Source: an optimization exercise on an open RTL-to-GDS flow (aim: small area and a short achievable clock period). Production flows keep margins and buffers that such runs may drop.
At most, simulation tests tie the RTL to the original design; equivalence was not proved.
Function not checked in runs 6 to 8: the RTL went through the layout flow alone.
Power is estimated from default activity; no workload was simulated.

==> flow/design.v <==
module dec_unit (
    input  wire         clk,
    input  wire         rst,       
    input  wire         trig,      
    input  wire [1:0]   op,        
    input  wire [127:0] a,
    input  wire [127:0] b,
    output reg  [127:0] r,         
    output wire         done,      
    output reg          cpl,       
    output reg          dov,       
    output reg          exc,       
    output wire [15:0]  detail     
);
    reg [127:0] a_q, b_q;          
    reg         chk_q;
    reg [4:0]   cnt;               
    reg         done_q;            
    reg         pre_q;             
    reg         sh_q, lg_q;        
    reg         es_q;              
    reg         na_q;              
    reg         c_q;               
    reg         g_q;               
    reg         z_q;               
    reg         fa_q;              
    reg         bop_q;             
    reg [4:0]   bidx_q;            
    assign done   = done_q;
    assign detail = {4'd0, bidx_q, bop_q, 1'b1, 5'd0};
    wire first  = (cnt == 5'd1);
    wire over15 = |(a_q[127:64] | b_q[127:64]);
    wire over23 = |(a_q[127:96] | b_q[127:96]);
    wire p1     = first | (sh_q ? (cnt == 5'd2)
                                : ((cnt[4:2] == 3'd0) & (cnt[1:0] != 2'd0)) | (cnt == 5'd4));
    wire p2     = es_q & ~g_q & (sh_q ? ((cnt == 5'd3) | (cnt == 5'd4))
                                      : ((cnt[4:2] == 3'd1) & (cnt[1:0] != 2'd0)) | (cnt == 5'd8));
    wire half   = first ? ~over15 : (sh_q | (cnt > 5'd8));
    wire fseg   = first | (cnt[0] & (sh_q | cnt[3] | cnt[4] | ~cnt[1]));
    wire nin    = es_q & (p1 | p2);            
    reg [31:0] sl;
    reg [7:0]  bad_a, bad_b, nz;
    reg        c;
    reg [3:0]  x, y, o;
    reg [4:0]  t;
    reg        co, c0, c1;
    integer i;
    always @* begin
        c = first ? es_q : (fseg ? 1'b0 : c_q);
        for (i = 0; i < 8; i = i + 1) begin
            x = a_q[4*i +: 4];
            y = b_q[4*i +: 4];
            if (nin) y = {~(y[3] | y[2] | y[1]), y[2] ^ y[1], y[1], ~y[0]};
            t  = {1'b0, x} + {1'b0, y};
            c0 = t[4] | (t[3] & (t[2] | t[1]));           
            c1 = t[4] | (t[3] & (t[2] | t[1] | t[0]));    
            co = c ? c1 : c0;
            o  = t[3:0] + {1'b0, co, co, c};
            if (p2) o = {~(o[3] | o[2] | o[1]), o[2] ^ o[1], o[1], ~o[0]};
            sl[4*i +: 4] = o;
            bad_a[i] = a_q[4*i+3] & (a_q[4*i+2] | a_q[4*i+1]);
            bad_b[i] = b_q[4*i+3] & (b_q[4*i+2] | b_q[4*i+1]);
            nz[i]    = |o;
            if (i == 0 && fseg) begin
                sl[3:0]  = first ? b_q[3:0] : a_q[3:0];    
                bad_a[0] = ~chk_q & (a_q[3:0] < 4'hA);
                bad_b[0] = b_q[3:0] < 4'hA;
                nz[0]    = 1'b0;
            end else
                c = co;
        end
    end
    function [2:0] low8(input [7:0] v);
        integer j;
        begin
            low8 = 3'd0;
            for (j = 7; j >= 0; j = j - 1)
                if (v[j]) low8 = j[2:0];
        end
    endfunction
    wire [1:0] seg = cnt[1:0] - 2'd1;
    wire       neg_r   = es_q ? (g_q ? (na_q & ~z_q) : ~na_q)
                              : (na_q & ~(z_q & ~g_q));
    wire [3:0] sign_r  = chk_q ? a_q[3:0] : {3'b110, neg_r};
    wire       cdig    = sh_q & ~es_q & g_q;      
    wire       invalid = exc;
    wire       a_bad   = |bad_a;
    wire       b_bad   = |bad_b;
    wire       near    = lg_q ? (cnt == 5'd16) :
                         sh_q ? (cnt == 5'd4) : (cnt == 5'd10);
    wire       fin     = pre_q & ~trig;
    wire       r_wr    = ~rst & fin & ~invalid;
    wire       r_hold  = ~rst & ~(fin & ~invalid);
    wire ld_a  = trig & ~op[1];
    wire t_h   = ~trig & half;                 
    wire t_f   = ~trig & ~half;                
    wire na_ld = (a[3:0] == 4'hB) || (a[3:0] == 4'hD);
    wire nb_ld = (b[3:0] == 4'hB) || (b[3:0] == 4'hD);
    always @(posedge clk) begin
        if (trig) begin
            chk_q <= op[1];
            na_q  <= na_ld;
            es_q  <= ~op[1] & (na_ld ^ nb_ld ^ op[0]);
        end
        a_q[31:0]   <= (a[31:0]   & {32{ld_a}}) | (a_q[63:32] & {32{~trig}});
        a_q[63:32]  <= (a[63:32]  & {32{ld_a}}) | (sl & {32{t_h}}) | (a_q[95:64] & {32{t_f}});
        a_q[95:64]  <= (a[95:64]  & {32{ld_a}}) | (a_q[127:96] & {32{~trig}});
        a_q[127:96] <= (a[127:96] & {32{ld_a}}) | (a_q[95:64] & {32{t_h}}) | (sl & {32{t_f}});
        b_q <= (b & {128{trig}}) | ({32'd0, b_q[127:32]} & {128{~trig}});
        if (first) begin
            sh_q <= ~over15;
            lg_q <= over23;
        end
        c_q <= c;
        if (p1) begin
            g_q  <= c;
            z_q  <= ~(|nz) & (first | z_q);
            fa_q <= a_bad | (fa_q & ~first);
            exc  <= a_bad | b_bad | (exc & ~first);
            if (a_bad & (~fa_q | first)) begin
                bop_q  <= 1'b0;
                bidx_q <= {seg, low8(bad_a)};
            end else if (b_bad & (~exc | first)) begin
                bop_q  <= 1'b1;
                bidx_q <= {seg, low8(bad_b)};
            end
        end
        cnt    <= trig ? 5'd1 : cnt + 5'd1;
        dov    <= ~invalid & ~es_q & g_q & lg_q;
        pre_q <= ~rst & ~trig & ~done_q & near;
        r <= ({a_q[127:65], a_q[64] | cdig, a_q[63:4], sign_r} & {128{r_wr}})
           | (r & {128{r_hold}});
        if (rst) begin
            done_q <= 1'b1;
            cpl    <= 1'b0;
        end else begin
            done_q <= ~trig & (done_q | pre_q);
            cpl    <= fin;
        end
    end
endmodule
==> flow/flow/run.sh <==
#!/bin/bash
# Standard ORFS layout, with the port buffers made from the smallest buffer
# cell (every input and output port still gets its own buffer), a two-level
# buffer tree for the trigger input's high-fanout nets before repair_design,
# and a clock tree of larger sink clusters from small buffers, without dummy
# loads.
set -euo pipefail
export BUFFER_PORTS_ARGS="-buffer_cell sky130_fd_sc_hd__buf_1"
export PRE_RESIZE_TCL="$PWD/flow/pre_resize.tcl"
export CTS_ARGS="-sink_clustering_enable -repair_clock_nets -dont_use_dummy_load -sink_clustering_size 14 -sink_clustering_max_diameter 90 -buf_list {sky130_fd_sc_hd__clkbuf_4 sky130_fd_sc_hd__clkbuf_8}"
bash standard.sh > standard.log 2>&1
==> flow/flow/pre_resize.tcl <==
# Split the high-fanout nets fed by the trig input into groups of nearby
# loads, each driven by its own buffer placed at the group's centre, so
# that they get a shallow two-level tree instead of a chain.
set group_size 32
set buf_cell sky130_fd_sc_hd__buf_8
set dbu [[ord::get_db_tech] getDbUnitsPerMicron]

proc load_pins_of {net} {
  set res {}
  foreach pin [get_pins -of_objects $net] {
    if {[get_property $pin direction] ne "input"} { continue }
    set inst [sta::sta_to_db_inst [get_cells -of_objects $pin]]
    set box [$inst getBBox]
    lappend res [list [expr {([$box xMin] + [$box xMax]) / 2}] [expr {([$box yMin] + [$box yMax]) / 2}] $pin]
  }
  return $res
}

proc split_net {net} {
  global group_size buf_cell dbu
  set loads [load_pins_of $net]
  set n [llength $loads]
  if {$n <= $group_size} { return }
  set k [expr {int(ceil(double($n) / $group_size))}]
  set cols [expr {int(ceil(sqrt($k)))}]
  set per_col [expr {int(ceil(double($n) / $cols))}]
  set byx [lsort -integer -index 0 $loads]
  set made 0
  for {set c 0} {$c < $cols} {incr c} {
    set col [lrange $byx [expr {$c * $per_col}] [expr {($c + 1) * $per_col - 1}]]
    if {[llength $col] == 0} { continue }
    set rows [expr {int(ceil(double([llength $col]) / $group_size))}]
    set per_row [expr {int(ceil(double([llength $col]) / $rows))}]
    set byy [lsort -integer -index 1 $col]
    for {set r 0} {$r < $rows} {incr r} {
      set grp [lrange $byy [expr {$r * $per_row}] [expr {($r + 1) * $per_row - 1}]]
      if {[llength $grp] == 0} { continue }
      set sx 0; set sy 0; set pins {}
      foreach l $grp { incr sx [lindex $l 0]; incr sy [lindex $l 1]; lappend pins [lindex $l 2] }
      set cx [expr {double($sx) / [llength $grp] / $dbu}]
      set cy [expr {double($sy) / [llength $grp] / $dbu}]
      insert_buffer -buffer_cell $buf_cell -net $net -load_pins $pins -location [list $cx $cy]
      incr made
    }
  }
  puts "trig tree: [get_full_name $net] $n loads -> $made buffers"
}

# The net the trig input buffer drives, and the high-fanout nets of the gates
# it feeds.
set port_net [get_nets -of_objects [get_ports trig]]
set inbuf_pin [lindex [load_pins_of $port_net] 0 2]
set inbuf [get_cells -of_objects $inbuf_pin]
set trig_net [get_nets -of_objects [get_pins -of_objects $inbuf -filter "direction==output"]]
set second {}
foreach l [load_pins_of $trig_net] {
  set cell [get_cells -of_objects [lindex $l 2]]
  if {[get_property [get_lib_cells -of_objects $cell] is_sequential]} { continue }
  foreach opin [get_pins -of_objects $cell -filter "direction==output"] {
    set onet [get_nets -of_objects $opin]
    if {[llength [get_pins -of_objects $onet]] > $group_size + 1} { lappend second $onet }
  }
}
split_net $trig_net
foreach net $second { split_net $net }
==> flow/standard.sh <==
#!/bin/bash
# synth_recipe.tcl (not shown) runs the flow's synth.tcl, then flattens the netlist and writes it again
# the make line also repeats each setting of config.mk as NAME=value (left out here)
make -C /OpenROAD-flow-scripts/flow DESIGN_CONFIG=/design/flow/config.mk WORK_HOME=/design/flow/orfs CLKGATE_MAP_FILE= SYNTH_SCRIPT=/design/flow/synth_recipe.tcl "${@:-finish}"
==> flow/config.mk <==
export PLATFORM = sky130hd
export DESIGN_NAME = dec_unit
export DESIGN_NICKNAME = dec_unit
export VERILOG_FILES = /design/flow/design.v
export SDC_FILE = /design/flow/constraint.sdc
export NUM_CORES = 4
export LEC_CHECK = 0
export CAP_MARGIN = 20
export CORE_MARGIN = 2
export CORE_UTILIZATION = 65
export SLEW_MARGIN = 60
==> flow/constraint.sdc <==
create_clock -name core_clock -period 70.0 [get_ports {clk}]
set_input_delay 14.0000 -clock core_clock [delete_from_list [all_inputs] [get_ports {clk}]]
set_output_delay 14.0000 -clock core_clock [all_outputs]
set_load 0.01 [all_outputs]
==> results of run 1 <==
power groups by stage:
stage / sequential, mW / clock [mW] / combinational, mW
2_1_floorplan: 0.291 / 0 / 0.222
3_3_place_gp: 0.308 / 0 / 0.319
cell families after synthesis:
group           count (synthesis)  share of synthesized area
buf+inv                       206                     0.0503
xor+xnor                       62                     0.0325
compound gates                390                      0.153
simple gates                  363                      0.102
other cells                     2                   0.000439
fa+ha+maj                      85                     0.0691
mux                           168                      0.106
flops                         409                      0.487
through the flow:
step,instance area (um^2),setup slack [ns],hold WS (ns),std cells
2_1_floorplan,17200,54.62,0.430,1693
3_3_place_gp,18700,53.36,0.439,2332
worst min path at each step:
stage                        startpoint        endpoint  slack [ns]  cells after the start
after global placement  b_q[39]$_DFF_P_  b_q[7]$_DFF_P_        0.44                      1
after floorplan         a_q[32]$_DFF_P_  a_q[0]$_DFF_P_        0.43                      2
==> summary.txt, run 1 <==
| Quantity | Value |
|---|---|
| Run status | did not finish |
| Biggest area consumer among synthesized cells | dfxtp_1 |
| Average cell area after synthesis | 10.2 um^2 |
| Routability-driven placement congestion ratio | 0.947 |
| Flip-flop cell with the highest count after synthesis | dfxtp_1 |
| Most frequent cell after synthesis | dfxtp_1 |
| First Err | [ERROR STA-0100] unsupported object type Port. |
| Top-level port count | 409 |
| Synthesized netlist cell count | 1685 |
| Ranking of synthesized cells by area | dfxtp_1 (46%), mux2_2 (6.8%), a22o_1 (6.5%) |
| # port buffers | 398 |
| Share of the yosys chip area belonging to registers | 0.487 |
| Share of the synthesized area in the top cell type | 0.461 |
| Warnings from Yosys | 1 |
| Starting density of the core | 0.659 |
| Count of unique library cells instantiated by Yosys | 64 |
| Die Y | 166 um |
| Mapped cell area | 17100 um^2 |
| Top cell types by occurrence after synthesis | dfxtp_1 (394), nand2_1 (170), o21ai_0 (170) |
| Total number of placement rows | 59 |
| #FFs+latches synth | 409 |
| Number of enable flip-flop cells after synthesis | 15 |
| Step where the flow halted | placement repair |
| Die boundary width | 166 um |
| Share of synthesized registers carrying an async set or reset | 0 |
==> run 2: changes to the inputs <==
--- a/flow/flow/pre_resize.tcl
+++ b/flow/flow/pre_resize.tcl
@@ -49,8 +49,10 @@
 # The net the trig input buffer drives, and the high-fanout nets of the gates
 # it feeds.
-set port_net [get_nets -of_objects [get_ports trig]]
-set inbuf_pin [lindex [load_pins_of $port_net] 0 2]
-set inbuf [get_cells -of_objects $inbuf_pin]
-set trig_net [get_nets -of_objects [get_pins -of_objects $inbuf -filter "direction==output"]]
+set inbuf ""
+foreach it [[[[ord::get_db_block] findBTerm trig] getNet] getITerms] { set inbuf [$it getInst] }
+set trig_net ""
+foreach it [$inbuf getITerms] {
+  if {[$it isOutputSignal]} { set trig_net [get_nets [[$it getNet] getName]] }
+}
 set second {}
 foreach l [load_pins_of $trig_net] {
==> summary.txt, run 2 <==
| Quantity | Value |
|---|---|
| Top cell types by occurrence after synthesis | dfxtp_1 (394), nand2_1 (170), o21ai_0 (170) |
| Average cell area after synthesis | 10.2 um^2 |
| Top-level port count | 409 |
| Die boundary width | 166 um |
| Starting density of the core | 0.659 |
| Synthesized netlist cell count | 1685 |
| Biggest area consumer among synthesized cells | dfxtp_1 |
| First Err | Error: resize.tcl, 5 liberty_cell objects do not have a is_sequential property. |
| Total number of placement rows | 59 |
| Mapped cell area | 17100 um^2 |
| Share of synthesized registers carrying an async set or reset | 0 |
| Warnings from Yosys | 1 |
| # port buffers | 398 |
| Number of enable flip-flop cells after synthesis | 15 |
| Most frequent cell after synthesis | dfxtp_1 |
| Share of the synthesized area in the top cell type | 0.461 |
| Share of the yosys chip area belonging to registers | 0.487 |
| Ranking of synthesized cells by area | dfxtp_1 (46%), mux2_2 (6.8%), a22o_1 (6.5%) |
| #FFs+latches synth | 409 |
| Die Y | 166 um |
| Step where the flow halted | placement repair |
| Flip-flop cell with the highest count after synthesis | dfxtp_1 |
| Count of unique library cells instantiated by Yosys | 64 |
| Run status | did not finish |
| Routability-driven placement congestion ratio | 0.947 |
-- run 2: worst min-delay path by stage --
stage                              from             end  cells past startpoint
after floorplan         a_q[32]$_DFF_P_  a_q[0]$_DFF_P_                      2
after global placement  b_q[39]$_DFF_P_  b_q[7]$_DFF_P_                      1
-- run 2: cells by family after synthesis --
kind of cell	after synthesis	share of synthesized area
buffers and inverters	206	0.0503
AO/OA/AOI/OAI	390	0.153
adder cells (fa/ha/maj)	85	0.0691
multiplexers	168	0.106
AND/OR/NAND/NOR	363	0.102
flip-flops	409	0.487
other	2	0.000439
XOR/XNOR	62	0.0325
-- run 2: through the flow --
| stage | area, um^2 | setup slack, ns | cells | power [mW] | hold slack, ns |
|---|---|---|---|---|---|
| after floorplan | 17200 | 54.62 | 1693 | 0.513 | 0.430 |
| after global placement | 18700 | 53.36 | 2332 | 0.626 | 0.439 |
-- run 2: power by group through the flow --
stage | Sequential (mW) | Clock [mW] | Combinational [mW]
2_1_floorplan | 0.291 | 0 | 0.222
3_3_place_gp | 0.308 | 0 | 0.319
==> run 3: changes to the inputs <==
==> flow/flow/pre_resize.tcl (replaced) <==
# Rebuild the buffering of the trig input's high-fanout nets: drop the
# buffers placement put on them, then split each net into groups of nearby
# loads, each driven by its own buffer at the group's centre, so that they
# get a shallow two-level tree instead of a chain. repair_design runs after.
set group_size 32
set buf_cell sky130_fd_sc_hd__buf_8
set dbu [[ord::get_db_tech] getDbUnitsPerMicron]

proc out_net {inst} {
  foreach it [$inst getITerms] { if {[$it isOutputSignal]} { return [$it getNet] } }
  return ""
}

# Remove the plain buffers that hang off db net n, so that it drives their loads.
proc flatten_net {n} {
  while 1 {
    set bufs {}
    foreach it [$n getITerms] {
      if {[$it isOutputSignal]} { continue }
      set inst [$it getInst]
      if {[string match "sky130_fd_sc_hd__buf_*" [[$inst getMaster] getName]] && [string match "place*" [$inst getName]]} {
        lappend bufs [get_cells [$inst getName]]
      }
    }
    if {[llength $bufs] == 0} { return }
    remove_buffers $bufs
  }
}

proc split_net {n} {
  global group_size buf_cell dbu
  set loads {}
  foreach it [$n getITerms] {
    if {[$it isOutputSignal]} { continue }
    set box [[$it getInst] getBBox]
    set pin [get_pins "[[$it getInst] getName]/[[$it getMTerm] getName]"]
    lappend loads [list [expr {([$box xMin] + [$box xMax]) / 2}] [expr {([$box yMin] + [$box yMax]) / 2}] $pin]
  }
  set cnt [llength $loads]
  if {$cnt <= $group_size} { return }
  set k [expr {int(ceil(double($cnt) / $group_size))}]
  set cols [expr {int(ceil(sqrt($k)))}]
  set per_col [expr {int(ceil(double($cnt) / $cols))}]
  set byx [lsort -integer -index 0 $loads]
  set made 0
  for {set c 0} {$c < $cols} {incr c} {
    set col [lrange $byx [expr {$c * $per_col}] [expr {($c + 1) * $per_col - 1}]]
    if {[llength $col] == 0} { continue }
    set rows [expr {int(ceil(double([llength $col]) / $group_size))}]
    set per_row [expr {int(ceil(double([llength $col]) / $rows))}]
    set byy [lsort -integer -index 1 $col]
    for {set r 0} {$r < $rows} {incr r} {
      set grp [lrange $byy [expr {$r * $per_row}] [expr {($r + 1) * $per_row - 1}]]
      if {[llength $grp] == 0} { continue }
      set sx 0; set sy 0; set pins {}
      foreach l $grp { incr sx [lindex $l 0]; incr sy [lindex $l 1]; lappend pins [lindex $l 2] }
      set cx [expr {double($sx) / [llength $grp] / $dbu}]
      set cy [expr {double($sy) / [llength $grp] / $dbu}]
      insert_buffer -buffer_cell $buf_cell -net [get_nets [$n getName]] -load_pins $pins -location [list $cx $cy]
      incr made
    }
  }
  puts "trig tree: [$n getName] $cnt loads -> $made buffers"
}

set inbuf ""
foreach it [[[[ord::get_db_block] findBTerm trig] getNet] getITerms] { set inbuf [$it getInst] }
set tn [out_net $inbuf]
flatten_net $tn
# High-fanout nets of the gates that trig feeds directly.
set second {}
foreach it [$tn getITerms] {
  if {[$it isOutputSignal]} { continue }
  set inst [$it getInst]
  if {[string match "*df*" [[$inst getMaster] getName]]} { continue }
  set on [out_net $inst]
  if {$on eq ""} { continue }
  flatten_net $on
  if {[llength [$on getITerms]] > $group_size + 1} { lappend second $on }
}
split_net $tn
foreach n $second { split_net $n }
==> summary.txt, run 3 <==
| Quantity | Value |
|---|---|
| Run status | did not finish |
| Step where the flow halted | placement repair |
| First Err | Error: resize.tcl, 5 can't read "group_size": no such variable |
| # port buffers | 398 |
| Count of unique library cells instantiated by Yosys | 64 |
| Ranking of synthesized cells by area | dfxtp_1 (46%), mux2_2 (6.8%), a22o_1 (6.5%) |
| Synthesized netlist cell count | 1685 |
| Mapped cell area | 17100 um^2 |
| Routability-driven placement congestion ratio | 0.947 |
| Die boundary width | 166 um |
| Share of synthesized registers carrying an async set or reset | 0 |
| Number of enable flip-flop cells after synthesis | 15 |
| Biggest area consumer among synthesized cells | dfxtp_1 |
| Average cell area after synthesis | 10.2 um^2 |
| Top-level port count | 409 |
| Top cell types by occurrence after synthesis | dfxtp_1 (394), nand2_1 (170), o21ai_0 (170) |
| Share of the synthesized area in the top cell type | 0.461 |
| Warnings from Yosys | 1 |
| Die Y | 166 um |
| Starting density of the core | 0.659 |
| #FFs+latches synth | 409 |
| Total number of placement rows | 59 |
| Flip-flop cell with the highest count after synthesis | dfxtp_1 |
| Most frequent cell after synthesis | dfxtp_1 |
| Share of the yosys chip area belonging to registers | 0.487 |
[run 3: cell counts after synthesis]
No cell type changed its count.
[run 3: cells by family after synthesis]
family	count (synthesis)	share of synthesized area
mux	168	0.106
flops	409	0.487
buf+inv	206	0.0503
xor+xnor	62	0.0325
fa+ha+maj	85	0.0691
simple gates	363	0.102
compound gates	390	0.153
other cells	2	0.000439
[run 3: worst min-delay path by stage]
| stage | startpoint | end | slack, ns | cells past startpoint |
|---|---|---|---|---|
| 2_1_floorplan | a_q[32]$_DFF_P_ | a_q[0]$_DFF_P_ | 0.43 | 2 |
| 3_3_place_gp | b_q[39]$_DFF_P_ | b_q[7]$_DFF_P_ | 0.44 | 1 |
[run 3: per-stage QoR]
| step | power, mW | area, um^2 |
|---|---|---|
| 2_1_floorplan | 0.513 | 17200 |
| 3_3_place_gp | 0.626 | 18700 |
[run 3: power by group through the flow]
stage | combinational [mW] | clock [mW] | sequential [mW]
after floorplan | 0.222 | 0 | 0.291
after global placement | 0.319 | 0 | 0.308
==> run 4: changes to the inputs <==
--- a/flow/flow/pre_resize.tcl
+++ b/flow/flow/pre_resize.tcl
@@ -3,7 +3,7 @@
 # loads, each driven by its own buffer at the group's centre, so that they
 # get a shallow two-level tree instead of a chain. repair_design runs after.
-set group_size 32
-set buf_cell sky130_fd_sc_hd__buf_8
-set dbu [[ord::get_db_tech] getDbUnitsPerMicron]
+set ::group_size 32
+set ::buf_cell sky130_fd_sc_hd__buf_8
+set ::dbu [[ord::get_db_tech] getDbUnitsPerMicron]
 
 proc out_net {inst} {
@@ -77,5 +77,5 @@
   if {$on eq ""} { continue }
   flatten_net $on
-  if {[llength [$on getITerms]] > $group_size + 1} { lappend second $on }
+  if {[llength [$on getITerms]] > $::group_size + 1} { lappend second $on }
 }
 split_net $tn
==> summary.txt, run 4 <==
| Quantity | Value |
|---|---|
| Setup slack of the worst register-to-register path | 62.74 ns |
| Biggest cell delay along the critical path | 0.41 ns |
| Number of endpoints with negative hold slack in the final report | 0 |
| Via count of the first global-routing pass | 13500 |
| WL final | 52800 um |
| DR vias/cell | 5.94 |
| First-pass GRT wire length | 78500 um |
| Number of enable flip-flop cells after synthesis | 15 |
| WL/cell | 22.1 um |
| Launching element type of the critical path | input port |
| Nets@finish | 2395 |
| Share of the yosys chip area belonging to registers | 0.487 |
| Count of unique library cells instantiated by Yosys | 64 |
| Bufs on Longest Clock Path | 3 |
| Share of the clock period used by the worst path | 0.223 |
| Number of instances in the placed design | 2346 |
| CP max-delay cell | buf_8 |
| Total number of placement rows | 59 |
| Most frequent cell after synthesis | dfxtp_1 |
| TritonCTS Buffers | 35 |
| Global route total overflow | 0 |
| Peak ir drop on the vdd network | 0.0258 mV |
| # port buffers | 398 |
| Actual slew at the worst max-slew pin | 0.644 ns |
| Synthesized netlist cell count | 1685 |
| Final core occ | 0.750 |
| Starting density of the core | 0.659 |
| #FFs+latches synth | 409 |
| Flip-flop cell with the highest count after synthesis | dfxtp_1 |
| Biggest area consumer among synthesized cells | dfxtp_1 |
| TritonCTS Sinks | 409 |
| Commonest non-fill, non-tap cell in the layout | buf_1 |
| Area of the die | 27700 um^2 |
| RSZ-0062 raised after global routing | no |
| Post-synthesis to final-layout area growth | 13.7% |
| Power density over the cells | 39.2 nW/um^2 |
| Registers with the most flip-flops | a_q (128), b_q (128), r (128) |
| Worst Path Max Fanout | 76 |
| Average cell area after synthesis | 10.2 um^2 |
| Total of endpoints with negative setup slack in the final report | 0 |
| Final-layout setup total negative slack | 0 ns |
| Number of pins with negative max-slew slack in the final report | 0 |
| CTS tree | built |
| Total iterations of the first detailed-routing run | 8 |
| Ordered cell list for the critical path | clkbuf_4 -> buf_8 -> nand2b_1 -> nor2_1 -> nor2_4 -> buf_6 -> buf_8 -> a22o_1 |
| Share of final-layout standard cells stronger than drive strength 1 | 0.0889 |
| Share of synthesized registers carrying an async set or reset | 0 |
| Cell repeated most along the worst path | buf_8 |
| H-tree levels | 2 |
| Quantity of gates resized following cts | 0 |
| Die Y | 166 um |
| Post-CTS Hold Buffers | 0 |
| Worst Hold Slack | 0.446 ns |
| Area of the core | 26000 um^2 |
| Reg area | 8340 um^2 |
| Number of max-cap violations | 0 |
| CTS Root Cell | clkbuf_8 |
| Mapped cell area | 17100 um^2 |
| Headroom to the max-slew limit | 0.567 |
| Kind of end point of the critical path | register |
| Detail Route Antenna Nets | 0 |
| Die boundary width | 166 um |
| Class of the most critical hold timing path | reg2reg |
| Skew-Pair Late Insertion Delay | 0.56 ns |
| Top cell types by occurrence after synthesis | dfxtp_1 (394), nand2_1 (170), o21ai_0 (170) |
| Maximum number of pins on one net before global-route repair | 77 |
| Number of filler instances in the final layout | 1951 |
| Clock transition at the registers of the reported paths | 0.09 ns |
| Top-level port count | 409 |
| Share of the synthesized area in the top cell type | 0.461 |
| DRC violations left | 0 |
| Largest clock skew in the final design | 0.0495 ns |
| Number of setup buffers added after CTS | 0 |
| Post-layout worst setup margin | 54.37 ns |
| Routability-driven placement congestion ratio | 0.947 |
| Achievable Freq | 64.0 MHz |
| Drt initial violations | 1294 |
| Data required time of the critical path | 70.45 ns |
| Ranking of synthesized cells by area | dfxtp_1 (46%), mux2_2 (6.8%), a22o_1 (6.5%) |
| Post-layout minimum cycle time | 15.63 ns |
| Non-Filler Instances | 2385 |
| Highest-count cells in the layout ignoring fill and taps | buf_1 (397), dfxtp_1 (394), nand2_1 (170), o21ai_0 (162), a22o_1 (127) |
| Run status | finished clean |
| Number of antenna violations at the first check in global routing | 2 |
| Placement Setup Slack | 53.89 ns |
| Via Count | 14200 |
| Endpoint arrival time on the critical path | 16.09 ns |
| Half-perimeter wire length after detailed placement | 41000 um |
| All-layer global routing usage | 0.369 |
| Total area of multi-input combinational cells | 8010 um^2 |
| Warnings from Yosys | 1 |
| Critical path type | in2reg |
| Static Leak | 8.01 nW |
==> run 4: path summary, 6_finish.rpt <==
check                                  startpoint              end  depth (start not counted)
worst max-delay path                         trig   r[119]$_DFF_P_                          8
worst max register to register  cnt[0]$_SDFF_PP1_  a_q[58]$_DFF_P_                         26
worst min-delay path             a_q[117]$_DFF_P_  a_q[85]$_DFF_P_                          2
worst min register to register   a_q[117]$_DFF_P_  a_q[85]$_DFF_P_                          2
==> run 4: power breakdown <==
part           leakage, nW  switching (mW)  internal, mW
logic                 4.36           0.217         0.125
registers             3.40          0.0354         0.269
clock network        0.252          0.0722        0.0450
==> run 4: worst max-delay path: cells and delay by family <==
family                 cells  cell delay (ns)
buffers and inverters      4             1.26
AND/OR/NAND/NOR            3             0.47
AO/OA/AOI/OAI              1             0.24
==> run 4: kinds of logic after synthesis <==
family                     after synthesis  synth area share
xor gates and xnor gates                62            0.0325
and+or+nand+nor                        363             0.102
muxes                                  168             0.106
other                                    2          0.000439
AOI/OAI and AO/OA                      390             0.153
adders and majority gates               85            0.0691
DFF                                    409             0.487
buffers and inverters                  206            0.0503
==> run 4: area by class of cell <==
cell class | instances | area share
antenna | 3 | 0.000385
multi-input combinational | 1078 | 0.411
clock buffer | 35 | 0.0247
timing repair buffer | 422 | 0.0941
inverter | 103 | 0.0201
sequential | 409 | 0.428
tap | 335 | 0.0215
==> run 4: routing by layer <==
metal,GRT usage,vias to the layer above,routed length [um]
li1,-,6594,-
met5,0,-,0
met2,0.586,759,24100
met3,0.0529,124,4590
met4,0.159,0,2400
met1,0.507,6680,21700
==> run 4: stage by stage <==
stage          power [mW]  cell area, um^2
6_report            0.763            19500
5_1_grt             0.801            19500
4_1_cts             0.751            19400
3_5_place_dp        0.637            19000
3_3_place_gp        0.626            18700
2_1_floorplan       0.513            17200
==> run 5: changes to the inputs <==
--- a/flow/flow/pre_resize.tcl
+++ b/flow/flow/pre_resize.tcl
@@ -1,3 +1,3 @@
-# Rebuild the buffering of the trig input's high-fanout nets: drop the
+# Rebuild the buffering of the high-fanout nets in the trig input's cone: drop the
 # buffers placement put on them, then split each net into groups of nearby
 # loads, each driven by its own buffer at the group's centre, so that they
@@ -12,18 +12,15 @@
 }
 
-# Remove the plain buffers that hang off db net n, so that it drives their loads.
-proc flatten_net {n} {
-  while 1 {
-    set bufs {}
-    foreach it [$n getITerms] {
-      if {[$it isOutputSignal]} { continue }
-      set inst [$it getInst]
-      if {[string match "sky130_fd_sc_hd__buf_*" [[$inst getMaster] getName]] && [string match "place*" [$inst getName]]} {
-        lappend bufs [get_cells [$inst getName]]
-      }
+# The placement buffers that hang off db net n.
+proc place_bufs {n} {
+  set bufs {}
+  foreach it [$n getITerms] {
+    if {[$it isOutputSignal]} { continue }
+    set inst [$it getInst]
+    if {[string match "sky130_fd_sc_hd__buf_*" [[$inst getMaster] getName]] && [string match "place*" [$inst getName]]} {
+      lappend bufs [$inst getName]
     }
-    if {[llength $bufs] == 0} { return }
-    remove_buffers $bufs
   }
+  return $bufs
 }
 
@@ -66,17 +63,41 @@
 set inbuf ""
 foreach it [[[[ord::get_db_block] findBTerm trig] getNet] getITerms] { set inbuf [$it getInst] }
-set tn [out_net $inbuf]
-flatten_net $tn
-# High-fanout nets of the gates that trig feeds directly.
-set second {}
-foreach it [$tn getITerms] {
-  if {[$it isOutputSignal]} { continue }
-  set inst [$it getInst]
-  if {[string match "*df*" [[$inst getMaster] getName]]} { continue }
-  set on [out_net $inst]
-  if {$on eq ""} { continue }
-  flatten_net $on
-  if {[llength [$on getITerms]] > $::group_size + 1} { lappend second $on }
+
+# The nets in the fanout cone of trig, through up to four gates.
+proc cone_nets {inbuf} {
+  set tn [out_net $inbuf]
+  set nets [list $tn]
+  set front [list $tn]
+  set seen [dict create [$tn getName] 1]
+  for {set depth 0} {$depth < 4} {incr depth} {
+    set next {}
+    foreach n $front {
+      foreach it [$n getITerms] {
+        if {[$it isOutputSignal]} { continue }
+        set inst [$it getInst]
+        if {[string match "*df*" [[$inst getMaster] getName]]} { continue }
+        set on [out_net $inst]
+        if {$on eq "" || [dict exists $seen [$on getName]]} { continue }
+        dict set seen [$on getName] 1
+        lappend nets $on
+        lappend next $on
+      }
+    }
+    set front $next
+  }
+  return $nets
 }
-split_net $tn
-foreach n $second { split_net $n }
+
+# Drop the placement buffers in the cone, walking it afresh after each net.
+while 1 {
+  set bufs {}
+  foreach n [cone_nets $inbuf] {
+    set bufs [place_bufs $n]
+    if {[llength $bufs]} { break }
+  }
+  if {[llength $bufs] == 0} { break }
+  remove_buffers [get_cells [lindex $bufs 0]]
+}
+foreach n [cone_nets $inbuf] {
+  if {[llength [$n getITerms]] > $::group_size + 1} { split_net $n }
+}
==> summary.txt, run 5 <==
| Quantity | Value |
|---|---|
| Run status | finished clean |
| Number of pins with negative max-slew slack in the final report | 0 |
| Registers with the most flip-flops | a_q (128), b_q (128), r (128) |
| Skew-Pair Late Insertion Delay | 0.57 ns |
| Share of synthesized registers carrying an async set or reset | 0 |
| Number of enable flip-flop cells after synthesis | 15 |
| Cell Area, Placed | 19000 um^2 |
| Total iterations of the first detailed-routing run | 7 |
| DRC violations left | 0 |
| Share of the synthesized area in the top cell type | 0.461 |
| Commonest non-fill, non-tap cell in the layout | buf_1 |
| Power density over the cells | 39.1 nW/um^2 |
| Achievable Freq | 64.9 MHz |
| CTS tree | built |
| Maximum number of pins on one net before global-route repair | 67 |
| Headroom to the max-slew limit | 0.570 |
| Most frequent cell after synthesis | dfxtp_1 |
| Placement Setup Slack | 54.08 ns |
| Area of the core | 26000 um^2 |
| Via count of the first global-routing pass | 13600 |
| Bufs on Longest Clock Path | 3 |
| Critical path type | in2reg |
| Routed metal-1 wirelength | 21700 um |
| Total of endpoints with negative setup slack in the final report | 0 |
| All-layer global routing usage | 0.373 |
| Post-CTS Hold Buffers | 0 |
| DR WL met3 | 4910 um |
| Share of the clock period used by the worst path | 0.220 |
| TritonCTS Sinks | 409 |
| Cell repeated most along the worst path | buf_8 |
| Peak ir drop on the vdd network | 0.0241 mV |
| DR vias/cell | 5.97 |
| Quantity of gates resized following cts | 0 |
| Count of unique library cells instantiated by Yosys | 64 |
| Launching element type of the critical path | input port |
| Largest clock skew in the final design | 0.0601 ns |
| # port buffers | 398 |
| Mapped cell area | 17100 um^2 |
| Global route total overflow | 0 |
| Starting density of the core | 0.659 |
| Final core occ | 0.752 |
| WL/cell | 22.4 um |
| Top Metal Used | met4 |
| Worst Hold Slack | 0.439 ns |
| #FFs+latches synth | 409 |
| Number of endpoints with negative hold slack in the final report | 0 |
| Synthesized netlist cell count | 1685 |
| Share of the yosys chip area belonging to registers | 0.487 |
| Post-synthesis to final-layout area growth | 14.1% |
| Half-perimeter wire length after detailed placement | 41500 um |
| Drt initial violations | 1598 |
| Nets@finish | 2399 |
| Detail Route Antenna Nets | 0 |
| Post-layout minimum cycle time | 15.42 ns |
| Final-layout setup total negative slack | 0 ns |
| Warnings from Yosys | 1 |
| Family with the most delay on the worst path | buffers and inverters |
| H-tree levels | 2 |
| Flip-flop cell with the highest count after synthesis | dfxtp_1 |
| Met2 WL | 24300 um |
| Number of setup buffers added after CTS | 0 |
| Design Area, Final | 19500 um^2 |
| Ordered cell list for the critical path | clkbuf_4 -> buf_8 -> nand2b_1 -> nor2_1 -> nor2_4 -> buf_8 -> a22o_1 |
| Top-level port count | 409 |
| First-pass GRT wire length | 79400 um |
| Area of the die | 27700 um^2 |
| RSZ-0062 raised after global routing | no |
| Via Count | 14300 |
| Die Y | 166 um |
| Top cell types by occurrence after synthesis | dfxtp_1 (394), nand2_1 (170), o21ai_0 (170) |
| Die boundary width | 166 um |
| Post-layout worst setup margin | 54.58 ns |
| Number of max-cap violations | 0 |
| Ranking of synthesized cells by area | dfxtp_1 (46%), mux2_2 (6.8%), a22o_1 (6.5%) |
| Sum of internal, switching and leakage power | 0.764 mW |
| TritonCTS Buffers | 35 |
| CP max-delay cell | nor2_4 |
| Biggest area consumer among synthesized cells | dfxtp_1 |
| Average cell area after synthesis | 10.2 um^2 |
| Number of antenna violations at the first check in global routing | 3 |
| Kind of end point of the critical path | register |
| Endpoint arrival time on the critical path | 15.88 ns |
| Biggest cell delay along the critical path | 0.40 ns |
| Highest-count cells in the layout ignoring fill and taps | buf_1 (397), dfxtp_1 (394), nand2_1 (170), o21ai_0 (164), a22o_1 (127) |
| Share of final-layout standard cells stronger than drive strength 1 | 0.0907 |
| Clock transition at the registers of the reported paths | 0.09 ns |
| Number of instances in the placed design | 2350 |
| Non-Filler Instances | 2389 |
| Worst Path Max Fanout | 32 |
| Count of buffering cells on the critical path with inverters included | 3 |
| Class of the most critical hold timing path | reg2reg |
| Total number of placement rows | 59 |
| WL final | 53500 um |
| CTS Root Cell | clkbuf_8 |
| Data required time of the critical path | 70.46 ns |
| Static Leak | 8.05 nW |
| Actual slew at the worst max-slew pin | 0.640 ns |
| Routability-driven placement congestion ratio | 0.947 |
==> run 5: cell count changes in the layout (fill, tap and decap cells not counted) <==
cell	change
buf_6	-1
buf_8	+5
nor3_2	-1
nor3_4	+1
o21ai_0	+2
o21ai_1	-2
==> run 5: per-layer routing <==
metal | vias up | GRT usage
li1 | 6598 | -
met4 | 0 | 0.172
met5 | - | 0
met1 | 6707 | 0.513
met3 | 134 | 0.0515
met2 | 835 | 0.591
==> run 5: cell type report <==
class / count / area [um^2]
antenna: 3 / 7.51
clock buffer: 35 / 482
inverter: 103 / 392
sequential: 409 / 8340
fill: 1954 / 6440
timing repair buffer: 426 / 1900
tap: 335 / 419
multi-input combinational: 1078 / 8010
==> run 5: path summary, 6_finish.rpt <==
| kind | endpoint | startpoint | cells after the start | slack [ns] |
|---|---|---|---|---|
| worst max-delay path | r[48]$_DFF_P_ | trig | 7 | 54.58 |
| worst min-delay path | r[117]$_DFF_P_ | a_q[117]$_DFF_P_ | 1 | 0.44 |
| worst max register to register | a_q[58]$_DFF_P_ | cnt[0]$_SDFF_PP1_ | 25 | 62.74 |
| worst min register to register | r[117]$_DFF_P_ | a_q[117]$_DFF_P_ | 1 | 0.44 |
==> run 5: report_power, final <==
group          switching, mW  internal [mW]  total [mW]
Clock                 0.0727         0.0450       0.118
Combinational          0.217          0.125       0.342
Sequential            0.0355          0.269       0.304
Total                  0.325          0.438       0.764
==> run 5: cells by family (layout without fill, tap and decap cells) <==
family          Yosys count  count (layout)  share of synthesized area
buf+inv                 206             564                     0.0503
other cells               2              13                   0.000439
xor+xnor                 62              62                     0.0325
compound gates          390             390                      0.153
simple gates            363             363                      0.102
mux                     168             168                      0.106
fa+ha+maj                85              85                     0.0691
flops                   409             409                      0.487
==> run 5: worst register-to-register path, cell delays in order, from the launching register on <==
cell       delay (ns)
dfxtp_1          0.57
inv_1            0.18
ha_1             0.23
or2_2            0.30
a311oi_1         0.32
o21a_1           0.18
buf_4            0.36
o21ai_2          0.21
xnor2_1          0.19
ha_1             0.18
inv_1            0.05
fa_1             0.41
xnor2_1          0.18
a311o_1          0.33
o211ai_1         0.23
and4b_1          0.33
o211a_1          0.19
nor2_2           0.09
a2111oi_0        0.40
o21ai_1          0.22
ha_1             0.27
fa_1             0.68
nand2_1          0.10
xnor2_1          0.42
mux2i_1          0.14
o21ai_0          0.35
==> run 6: changes to the inputs <==
--- a/flow/design.v
+++ b/flow/design.v
@@ -18,4 +18,5 @@
     reg         done_q;            
     reg         pre_q;             
+    reg         wr_q;              
     reg         sh_q, lg_q;        
     reg         es_q;              
@@ -25,4 +26,5 @@
     reg         z_q;               
     reg         fa_q;              
+    reg         inv_q;             
     reg         bop_q;             
     reg [4:0]   bidx_q;            
@@ -84,5 +86,5 @@
     wire [3:0] sign_r  = chk_q ? a_q[3:0] : {3'b110, neg_r};
     wire       cdig    = sh_q & ~es_q & g_q;      
-    wire       invalid = exc;
+    wire       invalid = inv_q;
     wire       a_bad   = |bad_a;
     wire       b_bad   = |bad_b;
@@ -90,6 +92,6 @@
                          sh_q ? (cnt == 5'd4) : (cnt == 5'd10);
     wire       fin     = pre_q & ~trig;
-    wire       r_wr    = ~rst & fin & ~invalid;
-    wire       r_hold  = ~rst & ~(fin & ~invalid);
+    wire       r_wr    = ~rst & wr_q & ~trig;
+    wire       r_hold  = ~rst & ~(wr_q & ~trig);
     wire ld_a  = trig & ~op[1];
     wire t_h   = ~trig & half;                 
@@ -117,9 +119,9 @@
             z_q  <= ~(|nz) & (first | z_q);
             fa_q <= a_bad | (fa_q & ~first);
-            exc  <= a_bad | b_bad | (exc & ~first);
+            inv_q <= a_bad | b_bad | (inv_q & ~first);
             if (a_bad & (~fa_q | first)) begin
                 bop_q  <= 1'b0;
                 bidx_q <= {seg, low8(bad_a)};
-            end else if (b_bad & (~exc | first)) begin
+            end else if (b_bad & (~inv_q | first)) begin
                 bop_q  <= 1'b1;
                 bidx_q <= {seg, low8(bad_b)};
@@ -128,5 +130,7 @@
         cnt    <= trig ? 5'd1 : cnt + 5'd1;
         dov    <= ~invalid & ~es_q & g_q & lg_q;
+        exc    <= invalid;
         pre_q <= ~rst & ~trig & ~done_q & near;
+        wr_q  <= ~rst & ~trig & ~done_q & near & ~inv_q;  
         r <= ({a_q[127:65], a_q[64] | cdig, a_q[63:4], sign_r} & {128{r_wr}})
            | (r & {128{r_hold}});
==> summary.txt, run 6 <==
| Quantity | Value |
|---|---|
| Headroom to the max-slew limit | 0.591 |
| Global route total overflow | 0 |
| Multiplexer share of the synthesized area | 0.107 |
| Worst Hold Slack | 0.443 ns |
| Total of endpoints with negative setup slack in the final report | 0 |
| Final-layout setup total negative slack | 0 ns |
| Number of max-cap violations | 0 |
| Class of the most critical hold timing path | reg2reg |
| Post-synthesis to final-layout area growth | 15.0% |
| Average cell area after synthesis | 10.8 um^2 |
| Number of endpoints with negative hold slack in the final report | 0 |
| Registers with the most flip-flops | a_q (128), b_q (128), r (128) |
| Commonest non-fill, non-tap cell in the layout | buf_1 |
| Area of the die | 27300 um^2 |
| Count of unique library cells instantiated by Yosys | 61 |
| Most frequent cell after synthesis | dfxtp_1 |
| Count of buffering cells on the critical path with inverters included | 5 |
| Synthesized netlist cell count | 1566 |
| WL final | 54400 um |
| Number of enable flip-flop cells after synthesis | 15 |
| Number of setup buffers added after CTS | 0 |
| DR vias/cell | 6.15 |
| Family with the most delay on the worst path | buffers and inverters |
| Number of pins with negative max-slew slack in the final report | 0 |
| Share of the synthesized area in the top cell type | 0.469 |
| Bufs on Longest Clock Path | 3 |
| TritonCTS Sinks | 411 |
| Detail Route Antenna Nets | 0 |
| Basic-gate share of the synthesized area counting and, or, nand and nor cells | 0.0906 |
| Warnings from Yosys | 1 |
| Via Count | 14000 |
| Half-perimeter wire length after detailed placement | 42300 um |
| Number of antenna violations at the first check in global routing | 8 |
| Power density over the cells | 39.2 nW/um^2 |
| Nets@finish | 2284 |
| Skew-Pair Late Insertion Delay | 0.56 ns |
| Static Leak | 7.92 nW |
| Total iterations of the first detailed-routing run | 5 |
| Largest clock skew in the final design | 0.0462 ns |
| Flip-flop cell with the highest count after synthesis | dfxtp_1 |
| Top cell types by occurrence after synthesis | dfxtp_1 (396), a22o_1 (186), nand2_1 (110) |
| Peak ir drop on the vdd network | 0.0233 mV |
| Run status | finished clean |
| Via count of the first global-routing pass | 13100 |
| Compound-cell area share of the yosys netlist | 0.166 |
| Ordered cell list for the critical path | clkbuf_4 -> buf_8 -> inv_2 -> buf_8 -> a21oi_4 -> buf_8 -> a22o_1 |
| #FFs+latches synth | 411 |
| Die boundary width | 165 um |
| Launching element type of the critical path | input port |
| Clock transition at the registers of the reported paths | 0.11 ns |
| Biggest cell delay along the critical path | 0.46 ns |
| Highest-count cells in the layout ignoring fill and taps | buf_1 (397), dfxtp_1 (396), a22o_1 (186), nand2_1 (110), mux2_2 (105) |
| CP max-delay cell | a21oi_4 |
| RSZ-0062 raised after global routing | no |
| Quantity of gates resized following cts | 0 |
| TritonCTS Buffers | 35 |
| Post-layout minimum cycle time | 15.55 ns |
| Ranking of synthesized cells by area | dfxtp_1 (47%), a22o_1 (9.6%), mux2_2 (7.0%) |
| Top-level port count | 409 |
| Worst Path Max Fanout | 32 |
| DRC violations left | 0 |
| Achievable Freq | 64.3 MHz |
| Starting density of the core | 0.656 |
| Synthesized-area fraction occupied by adder cells | 0.0706 |
| Die Y | 165 um |
| Cell repeated most along the worst path | buf_8 |
| Maximum number of pins on one net before global-route repair | 67 |
| Routability-driven placement congestion ratio | 0.988 |
| All-layer global routing usage | 0.387 |
| Endpoint arrival time on the critical path | 16.01 ns |
| Share of the yosys chip area belonging to registers | 0.496 |
| CTS tree | built |
| Total number of placement rows | 59 |
| Share of final-layout standard cells stronger than drive strength 1 | 0.101 |
| Actual slew at the worst max-slew pin | 0.609 ns |
| Area of the core | 25800 um^2 |
| Critical path type | in2reg |
| CTS Root Cell | clkbuf_8 |
| Share of synthesized registers carrying an async set or reset | 0 |
| Biggest area consumer among synthesized cells | dfxtp_1 |
| Share of the clock period used by the worst path | 0.222 |
| Mapped cell area | 16900 um^2 |
| H-tree levels | 2 |
| Kind of end point of the critical path | register |
| # port buffers | 398 |
| WL/cell | 23.8 um |
| Dominant combinational cell family by area after synthesis | compound AO/OA/AOI/OAI gates |
| Data required time of the critical path | 70.46 ns |
| Drt initial violations | 1431 |
| Post-CTS Hold Buffers | 0 |
| Fraction of synthesized cell area in xor and xnor cells | 0.0335 |
| First-pass GRT wire length | 77800 um |
==> run 6: metrics by stage <==
| stage | area [um^2] | worst slack (ns) | instances | util | power, mW |
|---|---|---|---|---|---|
| after floorplan | 16900 | 54.65 | 1574 | - | 0.516 |
| after global placement | 18500 | 53.19 | 2215 | 0.719 | 0.622 |
| after detailed placement | 18900 | 53.98 | 2235 | 0.734 | 0.634 |
| after CTS | 19400 | 54.53 | 2270 | 0.752 | 0.750 |
| after global routing | 19400 | 54.46 | 2272 | 0.754 | 0.795 |
| final | 19400 | 54.45 | 2279 | 0.754 | 0.762 |
==> run 6: metal layers <==
| metal | track usage | vias up | wire (um) |
|---|---|---|---|
| met2 | 0.614 | 773 | 24700 |
| li1 | - | 6384 | - |
| met1 | 0.502 | 6665 | 21500 |
| met3 | 0.0722 | 178 | 4850 |
| met4 | 0.209 | 6 | 3290 |
| met5 | 0 | - | 44 |
==> run 6: cell type report <==
| type | count | area (um^2) |
|---|---|---|
| Sequential cell | 411 | 8380 |
| Antenna cell | 8 | 20.0 |
| Tap cell | 335 | 419 |
| Fill cell | 1893 | 6330 |
| Timing Repair Buffer | 429 | 1940 |
| Inverter | 40 | 150 |
| Clock buffer | 35 | 482 |
| Multi-Input combinational cell | 1021 | 8040 |
==> run 6: path summary, 6_finish.rpt <==
| path | startpoint | endpoint | slack [ns] | cells after the start |
|---|---|---|---|---|
| setup / recovery | trig | r[44]$_DFF_P_ | 54.45 | 7 |
| hold / removal | b_q[32]$_DFF_P_ | b_q[0]$_DFF_P_ | 0.44 | 1 |
| setup reg to reg | cnt[0]$_SDFF_PP1_ | z_q$_DFFE_PP_ | 62.72 | 25 |
| hold reg to reg | b_q[32]$_DFF_P_ | b_q[0]$_DFF_P_ | 0.44 | 1 |
==> run 6: where the power goes <==
part	internal, mW	switching (mW)	leakage (nW)
sequential	0.270	0.0358	3.41
combinational	0.130	0.208	4.25
clock	0.0450	0.0729	0.252
total	0.445	0.317	7.92
==> run 6: kinds of logic after synthesis <==
logic type / Yosys count
XOR/XNOR: 63
flip-flops: 411
multiplexers: 168
other: 2
buffers and inverters: 142
AND/OR/NAND/NOR: 303
AO/OA/AOI/OAI: 391
adder cells (fa/ha/maj): 86
==> run 6: worst reg2reg max path, stage by stage, from the launching register on <==
cell and delay [ns]:
dfxtp_1 0.60, inv_1 0.17, ha_1 0.22, or2_2 0.30, a311oi_1 0.42, o21a_2 0.56, o21ai_2 0.17, buf_4 0.30
xnor2_1 0.19, ha_1 0.22, fa_1 0.40, xor2_1 0.21, nor2_1 0.09, o21ai_0 0.08, a221oi_1 0.36, o2111a_1 0.25
nor2_2 0.09, a2111oi_0 0.40, o21ai_1 0.22, ha_1 0.27, fa_1 0.71, nand2_1 0.11, xnor2_1 0.23, nor4_1 0.37
nand3_1 0.12, nor2_1 0.09
==> run 7: changes to the inputs <==
--- a/flow/design.v
+++ b/flow/design.v
@@ -18,5 +18,5 @@
     reg         done_q;            
     reg         pre_q;             
-    reg         wr_q;              
+    reg         wrn_q;             
     reg         sh_q, lg_q;        
     reg         es_q;              
@@ -92,6 +92,6 @@
                          sh_q ? (cnt == 5'd4) : (cnt == 5'd10);
     wire       fin     = pre_q & ~trig;
-    wire       r_wr    = ~rst & wr_q & ~trig;
-    wire       r_hold  = ~rst & ~(wr_q & ~trig);
+    wire       r_wr    = ~(rst | wrn_q | trig);
+    wire       r_hold  = ~rst & (wrn_q | trig);
     wire ld_a  = trig & ~op[1];
     wire t_h   = ~trig & half;                 
@@ -132,5 +132,5 @@
         exc    <= invalid;
         pre_q <= ~rst & ~trig & ~done_q & near;
-        wr_q  <= ~rst & ~trig & ~done_q & near & ~inv_q;  
+        wrn_q <= ~(~rst & ~trig & ~done_q & near & ~inv_q);  
         r <= ({a_q[127:65], a_q[64] | cdig, a_q[63:4], sign_r} & {128{r_wr}})
            | (r & {128{r_hold}});
==> summary.txt, run 7 <==
| Quantity | Value |
|---|---|
| Fraction of power consumed by sequential logic | 0.400 |
| Data required time of the critical path | 70.50 ns |
| TritonCTS Buffers | 35 |
| Kind of end point of the critical path | register |
| Routability-driven placement congestion ratio | 0.948 |
| Switching power share of the total | 0.421 |
| Setup slack of the worst register-to-register path | 62.44 ns |
| Startpoint of the worst-slack reg-to-reg timing path | cnt[0]$_SDFF_PP1_ |
| Most frequent cell after synthesis | dfxtp_1 |
| Share of the synthesized area in the top cell type | 0.462 |
| #FFs+latches synth | 411 |
| Critical path type | in2reg |
| Worst Hold Slack | 0.452 ns |
| Hold path startpoint | a_q[61]$_DFF_P_ |
| Number of endpoints with negative hold slack in the final report | 0 |
| Share of synthesized registers carrying an async set or reset | 0 |
| Average cell area after synthesis | 10.2 um^2 |
| Ordered cell list for the critical path | clkbuf_4 -> buf_8 -> nor2b_4 -> buf_8 -> nand2_1 -> o21ai_0 |
| Final-layout setup total negative slack | 0 ns |
| Class of the most critical hold timing path | reg2reg |
| Number of antenna violations at the first check in global routing | 3 |
| Post-layout minimum cycle time | 15.23 ns |
| Largest clock skew in the final design | 0.0552 ns |
| Area of the die | 27700 um^2 |
| Share of the yosys chip area belonging to registers | 0.489 |
| Area of the core | 26000 um^2 |
| Biggest cell delay along the critical path | 0.46 ns |
| Highest-count cells in the layout ignoring fill and taps | buf_1 (397), dfxtp_1 (396), nand2_1 (166), o21ai_0 (159), a22o_1 (126) |
| Family with the most delay on the worst path | buffers and inverters |
| TritonCTS Sinks | 411 |
| WL/cell | 23.0 um |
| Via count of the first global-routing pass | 13700 |
| Cell Area, Placed | 19100 um^2 |
| Via Count | 14200 |
| Mapped cell area | 17100 um^2 |
| Number of max-cap violations | 0 |
| Number of enable flip-flop cells after synthesis | 15 |
| Part of the total power dissipated in the clock network | 0.157 |
| Top cell types by occurrence after synthesis | dfxtp_1 (396), nand2_1 (166), o21ai_0 (164) |
| Half-perimeter wire length after detailed placement | 42600 um |
| Achievable Freq | 65.7 MHz |
| Detail Route Antenna Nets | 0 |
| Total of endpoints with negative setup slack in the final report | 0 |
| All-layer global routing usage | 0.382 |
| Total number of placement rows | 59 |
| WL final | 54700 um |
| Drt initial violations | 1393 |
| H-tree levels | 2 |
| Commonest non-fill, non-tap cell in the layout | buf_1 |
| Starting density of the core | 0.660 |
| Power density over the cells | 38.7 nW/um^2 |
| DRC violations left | 0 |
| Design Area, Final | 19600 um^2 |
| Worst Path Max Fanout | 32 |
| Global route total overflow | 0 |
| Cell repeated most along the worst path | buf_8 |
| Nets@finish | 2394 |
| Total area of multi-input combinational cells | 8050 um^2 |
| # port buffers | 398 |
| Number of pins with negative max-slew slack in the final report | 0 |
| Post-CTS Hold Buffers | 0 |
| Headroom to the max-slew limit | 0.582 |
| Reg area | 8380 um^2 |
| Static Leak | 8.04 nW |
| Share of the clock period used by the worst path | 0.218 |
| Bufs on Longest Clock Path | 3 |
| Registers with the most flip-flops | a_q (128), b_q (128), r (128) |
| Flip-flop cell with the highest count after synthesis | dfxtp_1 |
| First-pass GRT wire length | 80900 um |
| Die Y | 166 um |
| Net Sw Power | 0.319 mW |
| CP max-delay cell | nor2b_4 |
| Ranking of synthesized cells by area | dfxtp_1 (46%), mux2_2 (7.0%), a22o_1 (6.4%) |
| Endpoint arrival time on the critical path | 15.72 ns |
| Synthesized netlist cell count | 1681 |
| Actual slew at the worst max-slew pin | 0.621 ns |
| CTS tree | built |
| Skew-Pair Late Insertion Delay | 0.56 ns |
| Launching element type of the critical path | input port |
| CTS Root Cell | clkbuf_8 |
| Number of setup buffers added after CTS | 0 |
| Maximum number of pins on one net before global-route repair | 44 |
| Total iterations of the first detailed-routing run | 5 |
| Run status | finished clean |
| Combinational share of power | 0.444 |
| Peak ir drop on the vdd network | 0.0273 mV |
| Share of final-layout standard cells stronger than drive strength 1 | 0.0938 |
| RSZ-0062 raised after global routing | no |
| Number of filler instances in the final layout | 1888 |
| Biggest area consumer among synthesized cells | dfxtp_1 |
| Count of buffering cells on the critical path with inverters included | 3 |
| Internal power consumption | 0.440 mW |
| Post-synthesis to final-layout area growth | 14.3% |
| Quantity of gates resized following cts | 0 |
| Die boundary width | 166 um |
| Top-level port count | 409 |
| Warnings from Yosys | 1 |
| Clock transition at the registers of the reported paths | 0.09 ns |
| DR vias/cell | 5.95 |
| Critical path origin | trig |
| Count of unique library cells instantiated by Yosys | 62 |
run 7: cell count changes after synthesis, sizes merged, moves of 5 or more:
cell   previous run  this run
a22o            186       126
nor2             36        31
inv              40       101
nand2           110       166
xor2             26        32
a21o             29        34
o21ai           111       166
xnor2            36        29
run 7: area by class of cell:
type                       count  area share
clock buffer                  35      0.0246
inverter                     102      0.0196
timing repair buffer         424      0.0960
antenna                        4    0.000511
tap                          335      0.0214
sequential                   411       0.427
multi-input combinational   1074       0.410
run 7: power groups by stage:
stage / clock network (mW) / registers (mW) / logic [mW]
global placement: 0 / 0.306 / 0.311
global route: 0.128 / 0.306 / 0.364
floorplan: 0 / 0.292 / 0.222
CTS: 0.119 / 0.302 / 0.327
finish: 0.119 / 0.303 / 0.337
detailed placement: 0 / 0.308 / 0.323
run 7: cells by family (layout without fill, tap and decap cells):
group	Yosys count	in the layout	share of synthesized area
AO/OA/AOI/OAI	390	390	0.153
XOR/XNOR	61	61	0.0312
adder cells (fa/ha/maj)	86	86	0.0696
buffers and inverters	204	561	0.0493
flip-flops	411	411	0.489
multiplexers	169	169	0.106
other	2	14	0.000438
AND/OR/NAND/NOR	358	358	0.102
run 7: final timing paths:
| kind | to | cells past startpoint |
|---|---|---|
| worst max-delay path | a_q[29]$_DFF_P_ | 6 |
| worst min-delay path | a_q[29]$_DFF_P_ | 2 |
| worst max register to register | z_q$_DFFE_PP_ | 27 |
| worst min register to register | a_q[29]$_DFF_P_ | 2 |
run 7: stage by stage:
stage | instances | setup slack, ns | utilization | power [mW]
4_1_cts | 2381 | 54.81 | 0.754 | 0.748
3_3_place_gp | 2329 | 52.76 | 0.721 | 0.617
2_1_floorplan | 1689 | 54.61 | - | 0.514
3_5_place_dp | 2346 | 54.24 | 0.735 | 0.631
6_report | 2385 | 54.77 | 0.754 | 0.759
5_1_grt | 2383 | 54.70 | 0.754 | 0.799
run 7: layer usage:
| layer | wire [um] | part of all wire | global-route usage |
|---|---|---|---|
| met1 | 21900 | 0.40 | 0.510 |
| met2 | 25000 | 0.46 | 0.604 |
| met3 | 4800 | 0.088 | 0.0674 |
| met4 | 3010 | 0.055 | 0.180 |
| met5 | 0 | 0 | 0 |
run 7: worst register-to-register path, delay by kind of cell, from the launching register on:
kind                     cells  cell delay (ns)
AND/OR/NAND/NOR              8             1.99
adder cells (fa/ha/maj)      3             0.88
buffers and inverters        3             0.84
AO/OA/AOI/OAI               11             2.61
XOR/XNOR                     1             0.19
multiplexers                 1             0.32
flip-flops                   1             0.59
==> run 8: changes to the inputs <==
--- a/flow/config.mk
+++ b/flow/config.mk
@@ -9,3 +9,3 @@
 export CORE_MARGIN = 2
 export CORE_UTILIZATION = 65
-export SLEW_MARGIN = 60
+export SLEW_MARGIN = 20
==> summary.txt, run 8 <==
| Quantity | Value |
|---|---|
| Run status | finished clean |
| Headroom to the max-slew limit | 0.247 |
| Maximum number of pins on one net before global-route repair | 67 |
| TritonCTS Sinks | 411 |
| Half-perimeter wire length after detailed placement | 42500 um |
| Post-layout minimum cycle time | 15.53 ns |
| Most frequent cell after synthesis | dfxtp_1 |
| Ordered cell list for the critical path | clkbuf_4 -> buf_8 -> nor3_2 -> buf_8 -> o21ai_0 -> nand2_1 |
| Nets@finish | 2392 |
| DR vias/cell | 6.00 |
| Total iterations of the first detailed-routing run | 5 |
| #FFs+latches synth | 411 |
| Warnings from Yosys | 1 |
| RSZ-0062 raised after global routing | no |
| Post-synthesis to final-layout area growth | 13.7% |
| Static Leak | 8.00 nW |
| DRC violations left | 0 |
| Highest-count cells in the layout ignoring fill and taps | buf_1 (397), dfxtp_1 (396), nand2_1 (166), o21ai_0 (164), a22o_1 (126) |
| CTS Root Cell | clkbuf_8 |
| Via Count | 14300 |
| Actual slew at the worst max-slew pin | 1.13 ns |
| Share of the clock period used by the worst path | 0.222 |
| Global route total overflow | 0 |
| Biggest cell delay along the critical path | 0.85 ns |
| Biggest area consumer among synthesized cells | dfxtp_1 |
| Total of endpoints with negative setup slack in the final report | 0 |
| Area of the core | 26000 um^2 |
| Post-CTS Hold Buffers | 0 |
| Routability-driven placement congestion ratio | 0.948 |
| Endpoint arrival time on the critical path | 16.03 ns |
| Kind of end point of the critical path | register |
| Largest clock skew in the final design | 0.0420 ns |
| Ranking of synthesized cells by area | dfxtp_1 (46%), mux2_2 (7.0%), a22o_1 (6.4%) |
| Fraction of power consumed by sequential logic | 0.400 |
| Achievable Freq | 64.4 MHz |
| Detail Route Antenna Nets | 0 |
| Internal power consumption | 0.438 mW |
| Launching element type of the critical path | input port |
| Final-layout setup total negative slack | 0 ns |
| Quantity of gates resized following cts | 0 |
| CP max-delay cell | nor3_2 |
| WL final | 54700 um |
| Registers with the most flip-flops | a_q (128), b_q (128), r (128) |
| Final core occ | 0.750 |
| Number of setup buffers added after CTS | 0 |
| Critical path type | in2reg |
| Commonest non-fill, non-tap cell in the layout | buf_1 |
| Class of the most critical hold timing path | reg2reg |
| Top-level port count | 409 |
| Worst Path Max Fanout | 32 |
| Top cell types by occurrence after synthesis | dfxtp_1 (396), nand2_1 (166), o21ai_0 (164) |
| Share of the yosys chip area belonging to registers | 0.489 |
| All-layer global routing usage | 0.379 |
| First-pass GRT wire length | 79800 um |
| Average cell area after synthesis | 10.2 um^2 |
| Count of buffering cells on the critical path with inverters included | 3 |
| Part of the total power dissipated in the clock network | 0.157 |
| Number of enable flip-flop cells after synthesis | 15 |
| Share of the synthesized area in the top cell type | 0.462 |
| Via count of the first global-routing pass | 13700 |
| Bufs on Longest Clock Path | 3 |
| WL/cell | 23.0 um |
| Die Y | 166 um |
| Share of final-layout standard cells stronger than drive strength 1 | 0.0886 |
| Number of max-cap violations | 0 |
| Starting density of the core | 0.660 |
| Share of synthesized registers carrying an async set or reset | 0 |
| Peak ir drop on the vdd network | 0.0251 mV |
| Total number of placement rows | 59 |
| Number of antenna violations at the first check in global routing | 4 |
| H-tree levels | 2 |
| Die boundary width | 166 um |
| Flip-flop cell with the highest count after synthesis | dfxtp_1 |
| Family with the most delay on the worst path | simple AND/OR/NAND/NOR gates |
| Synthesized netlist cell count | 1681 |
| Net Sw Power | 0.320 mW |
| Combinational share of power | 0.443 |
| Count of unique library cells instantiated by Yosys | 62 |
| TritonCTS Buffers | 35 |
| Skew-Pair Late Insertion Delay | 0.58 ns |
| # port buffers | 398 |
| Number of endpoints with negative hold slack in the final report | 0 |
| Mapped cell area | 17100 um^2 |
| Area of the die | 27700 um^2 |
| Number of pins with negative max-slew slack in the final report | 0 |
| Cell repeated most along the worst path | buf_8 |
| Data required time of the critical path | 70.50 ns |
| Switching power share of the total | 0.422 |
| Clock transition at the registers of the reported paths | 0.09 ns |
| Drt initial violations | 1459 |
| Power density over the cells | 38.9 nW/um^2 |
| CTS tree | built |
run 8: cell families (layout without fill, tap and decap cells):
kind of cell             after synthesis  count (layout)  share of synthesized area
AO/OA/AOI/OAI                        390             390                      0.153
XOR/XNOR                              61              61                     0.0312
adder cells (fa/ha/maj)               86              86                     0.0696
buffers and inverters                204             559                     0.0493
flip-flops                           411             411                      0.489
multiplexers                         169             169                      0.106
other                                  2              14                   0.000438
AND/OR/NAND/NOR                      358             358                      0.102
run 8: worst reg2reg max path, stage by stage, from the launching register on:
cell and delay, ns:
dfxtp_1 0.61, inv_1 0.17, ha_1 0.23, or2_2 0.30, a311oi_1 0.31, o21a_1 0.19, buf_4 0.38, o21ai_2 0.15
buf_4 0.27, mux2_2 0.32, ha_1 0.33, and3_1 0.19, o21ai_0 0.37, o211ai_1 0.19, and4b_4 0.26, o2111a_1 0.25
nor2_2 0.31, a211o_1 0.26, nand2_1 0.10, o211ai_2 0.39, ha_1 0.30, a21o_1 0.16, a21oi_1 0.17, xor2_1 0.21
o21ai_0 0.23, nor4_1 0.44, nand3_1 0.22, nor3_1 0.17
run 8: area by class of cell:
| type | instances | area (um^2) |
|---|---|---|
| Inverter | 102 | 384 |
| Fill cell | 1878 | 6490 |
| Tap cell | 335 | 419 |
| Multi-Input combinational cell | 1074 | 7990 |
| Sequential cell | 411 | 8380 |
| Timing Repair Buffer | 422 | 1840 |
| Antenna cell | 4 | 10.0 |
| Clock buffer | 35 | 482 |
run 8: power groups by stage:
stage	Sequential [mW]	Clock, mW	Combinational (mW)
2_1_floorplan	0.292	0	0.222
3_3_place_gp	0.306	0	0.311
3_5_place_dp	0.307	0	0.321
4_1_cts	0.301	0.119	0.324
5_1_grt	0.306	0.128	0.362
6_report	0.303	0.119	0.336
run 8: final timing paths:
path         cells past startpoint              start  slack [ns]             to
max                              6               trig       54.47  r[64]$_DFF_P_
min                              2      r[64]$_DFF_P_        0.46  r[64]$_DFF_P_
max reg2reg                     27  cnt[0]$_SDFF_PP1_       62.35  z_q$_DFFE_PP_
min reg2reg                      2      r[64]$_DFF_P_        0.46  r[64]$_DFF_P_
run 8: routing by layer:
metal  track usage  up-vias  part of all wire
met5             0        -                 0
met4         0.204        0             0.062
met3        0.0739      166             0.093
met2         0.593      839              0.45
met1         0.500     6698              0.40
li1              -     6599                 -
run 8: per-stage QoR:
| step | cells | area (um^2) | hold WS [ns] | power, mW | worst slack, ns |
|---|---|---|---|---|---|
| finish | 2383 | 19500 | 0.460 | 0.758 | 54.47 |
| detailed placement | 2344 | 19000 | 0.444 | 0.628 | 53.99 |
| floorplan | 1689 | 17200 | 0.405 | 0.514 | 54.61 |
| global route | 2382 | 19500 | 0.469 | 0.795 | 54.52 |
| global placement | 2329 | 18700 | 0.429 | 0.617 | 52.76 |
| CTS | 2379 | 19500 | 0.460 | 0.745 | 54.57 |

[what the ideal ports hide]
The results above use ideal ports. As a check the final layouts listed here were re-extracted and re-timed, cells and wires unchanged.
Step 1 (the two cells are an assumption about what drives the block):
set clk [get_ports {clk}]
set_driving_cell -lib_cell sky130_fd_sc_hd__clkbuf_16 $clk
set_driving_cell -lib_cell sky130_fd_sc_hd__buf_2 [delete_from_list [all_inputs] $clk]
Step 2 moves the port delays by t, midway between the first and last clock arrival at a register: inputs arrive t later, outputs are due t later. That takes back most of the time a late clock gives input paths.
Three values: ideal ports, drivers, drivers and shift; two values: the first two.
run	t, ns	setup slack, ns	worst setup path after step 2	slew at the worst register clock pin (ns)	worst data-port slew with drivers (ns)
run 4	0.587	54.365 / 54.393 / 53.806	input to register	0.09 / 0.09	0.09
run 5	0.584	54.580 / 54.605 / 54.022	input to register	0.09 / 0.09	0.09
run 6	0.584	54.449 / 54.462 / 53.878	input to register	0.11 / 0.11	0.09
run 7	0.584	54.772 / 54.758 / 54.211	input to register	0.11 / 0.11	0.09
run 8	0.603	54.472 / 54.495 / 53.893	input to register	0.10 / 0.10	0.08
After both steps setup and hold are still met in every run listed. For run 8, which loses most, drivers alone change the setup slack by +0.023 ns; drivers and shift together by -0.579 ns.
